This design comes from an exercise in tuning for small area, a short achievable clock period and few clock cycles per item on the open sky130 flow, not from production work.
The RTL was checked by simulation tests, not by an equivalence proof against the original design.
Power and IR drop assume default switching activity.

exp/indigo:
Design cmd_env_check, start of the top module:
module cmd_env_check (
    input  wire        clk,
    input  wire        rst,             
    input  wire        in_valid,
    output wire        in_ready,
    input  wire [31:0] in_data,
    input  wire        in_last,
    input  wire [31:0] conn_id,         
    input  wire [47:0] bus_counter,     
    output reg         res_valid,
    output reg  [2:0]  res_code,        
    output reg  [2:0]  res_cv,          
    output wire [15:0] res_epoch,       
    output wire        res_epoch_set    
);
  ...
Size in the first run: roughly 350 flip-flops, roughly 140 I/O pins, ~0.021 mm² of cells after synthesis.
Settings: LEC_CHECK=0, ABC_CLOCK_PERIOD_IN_PS=3000, CAP_MARGIN=20, CORE_MARGIN=2, CORE_UTILIZATION=50, CTS_BUF_LIST=sky130_fd_sc_hd__clkbuf_4 sky130_fd_sc_hd__clkbuf_8, PLACE_DENSITY=0.65, SETUP_SLACK_MARGIN=5.0, SLEW_MARGIN=20; clock period 8.0 ns.
standard.sh (not shown) runs the stock make flow with config.mk's settings and CLKGATE_MAP_FILE= SYNTH_SCRIPT=/design/flow/synth_recipe.tcl, a recipe that flattens the netlist after the stock synthesis.
==> flow/flow/run.sh <==
#!/bin/bash
# The standard layout, except that the ports are buffered with
# sky130_fd_sc_hd__buf_1 (the resizer sizes them up where timing needs it)
# instead of the delay buffer buffer_ports picks by default.
set -euo pipefail
export BUFFER_PORTS_ARGS="-buffer_cell sky130_fd_sc_hd__buf_1"
bash standard.sh > standard.log 2>&1
Testbench counts of exp/indigo, summed over its fixed seeds: cycles 128,720, envelopes 3,200.
Edits applied to the flow inputs when going from exp/indigo to exp/sierra:
- changing PLACE_DENSITY from 0.65 to 0.6
- changing CORE_UTILIZATION from 50 to 40
- setting TNS_END_PERCENT to 10 for the first time
==> comparison <==
In terms of clock transition at the registers of the reported paths, exp/indigo and exp/sierra differ only marginally.
exp/sierra ends up with a fraction of standard cell area in multi-input logic that is 1.2 points lower than in exp/indigo.
Max sum of met3 wire segment lengths after detailed routing across exp/sierra and exp/indigo: exp/sierra
What exp/sierra reported for clock-buffer cell count has to be multiplied by 0.860 to get the figure for exp/indigo.
Taking exp/indigo as the reference, in exp/sierra part of the total power dissipated in the clock network rose 2.1 points; combinational cell fraction of total power moved down.
[inputs] exp/delta vs exp/sierra
- a deleted TNS_END_PERCENT that had been 10
--- outcome ---
Going from exp/sierra to exp/delta, the count of clock-buffer cells in the layout was found to have gone down by 13.
Compared with exp/sierra, exp/delta shows a lower worst-path maximum fanout.
Taking exp/sierra as the reference, in exp/delta routed wire length increased 590 µm; combinational group power increased about 5%.
Going from exp/sierra to exp/delta, the worst setup margin was found to have gone up by 0.12 ns.

---

Another version of the RTL of cmd_env_check (not shown whole).
For scale: ~2000 cells after synthesis, about 350 flip-flops, ~140 I/O pins.
// cmd_env_check
module cmd_env_check (
    input  wire        clk,
    input  wire        rst,             
    input  wire        in_valid,
    output wire        in_ready,
    input  wire [31:0] in_data,
    input  wire        in_last,
    input  wire [31:0] conn_id,         
    input  wire [47:0] bus_counter,     
    output reg         res_valid,
    output reg  [2:0]  res_code,        
    output reg  [2:0]  res_cv,          
    output wire [15:0] res_epoch,       
    output wire        res_epoch_set    
);
clock: 8.0 ns
lec_check: 0
abc_clock_period_in_ps: 3000
cap_margin: 20
core_margin: 2
core_utilization: 40
cts_buf_list: sky130_fd_sc_hd__clkbuf_4 sky130_fd_sc_hd__clkbuf_8
place_density: 0.6
setup_slack_margin: 5.0
slew_margin: 20
Scripts as last shown in full above: flow/flow/run.sh
The baseline completed with no timing, DRC or antenna violations.
Testbench counts at the start, summed over its fixed seeds: cycles 128,720, envelopes 3,200.
Rerun with:
Settings changed: SETUP_SLACK_MARGIN 5.0 to 4.5.
What happened: The changed run passed the timing, design-rule and antenna checks. Power is lower by 3.2%. Core utilization went down by 2.6 points. Sequential share of layout area came out higher by 2.2 points. Area after synthesis stays the same. Hold slack gets worse by 0.0045 ns. Die area stays the same. Global-route usage barely changes. Wire length decreases by 2.2%. Fmax went down by 13%. Non-clock buffer count goes down by 62. Design area goes down by 5.4%.
Rerun with:
==> flow/flow/run.sh (replaced) <==
#!/bin/bash
# The standard layout, except that the ports are buffered with
# sky130_fd_sc_hd__buf_1 (the resizer sizes them up where timing needs it)
# instead of the delay buffer buffer_ports picks by default, and that timing
# repair aims for 5.5 ns of setup slack.
set -euo pipefail
export BUFFER_PORTS_ARGS="-buffer_cell sky130_fd_sc_hd__buf_1"
export SETUP_SLACK_MARGIN=5.5
bash standard.sh > standard.log 2>&1
Settings changed: SETUP_SLACK_MARGIN 4.5 to default.
What happened:
- The changed run produced a clean layout
- design area rises by about 23%
- routed wire length rises by about 14%
- utilization rises by 10 points
- global-route usage rises by 2.5 points
- synthesized cell count is unchanged
- non-clock buffer count rises by 235
- register-to-register slack gets better by 0.49 ns

[separate check: timing with driven ports]
How much do the figures lean on ideal ports? The routed layouts below were timed once more, with nothing changed but the port constraints. Step 1: set_driving_cell puts a clkbuf_16 on clk and a buf_2 on each other input, an assumption about the parent block. Step 2 times the ports against the registers' clock, not the clock port: input delays grow and output delays shrink by t, the midpoint of the rising clock arrivals with the driver on. Slacks: no drivers / after step 1 / after step 2; pairs: no drivers / after step 1.
| run | t, ns | slack for setup (ns) | hold slack, ns | slew at the worst register clock pin (ns) |
|---|---|---|---|---|
| exp/indigo | 0.712 | 4.998 / 5.015 / 4.303 | 0.465 / 0.465 / 0.465 | 0.07 / 0.07 |
| exp/sierra | 0.720 | 4.881 / 4.923 / 4.203 | 0.469 / 0.469 / 0.469 | 0.07 / 0.07 |
| exp/delta | 0.701 | 4.998 / 5.005 / 4.304 | 0.468 / 0.468 / 0.468 | 0.07 / 0.07 |
| the first run of note 2 | 0.728 | 5.019 / 5.035 / 4.322 | 0.471 / 0.471 / 0.471 | 0.07 / 0.07 |
| the second run of note 2 | 0.701 | 4.576 / 4.606 / 3.905 | 0.467 / 0.467 / 0.467 | 0.07 / 0.07 |
| the third run of note 2 | 0.711 | 5.135 / 5.139 / 4.432 | 0.498 / 0.498 / 0.498 | 0.07 / 0.07 |
After both steps every run listed still meets setup and hold. For the third run of note 2, which loses most, drivers alone change the setup slack by +0.004 ns; drivers and shift together by -0.703 ns.
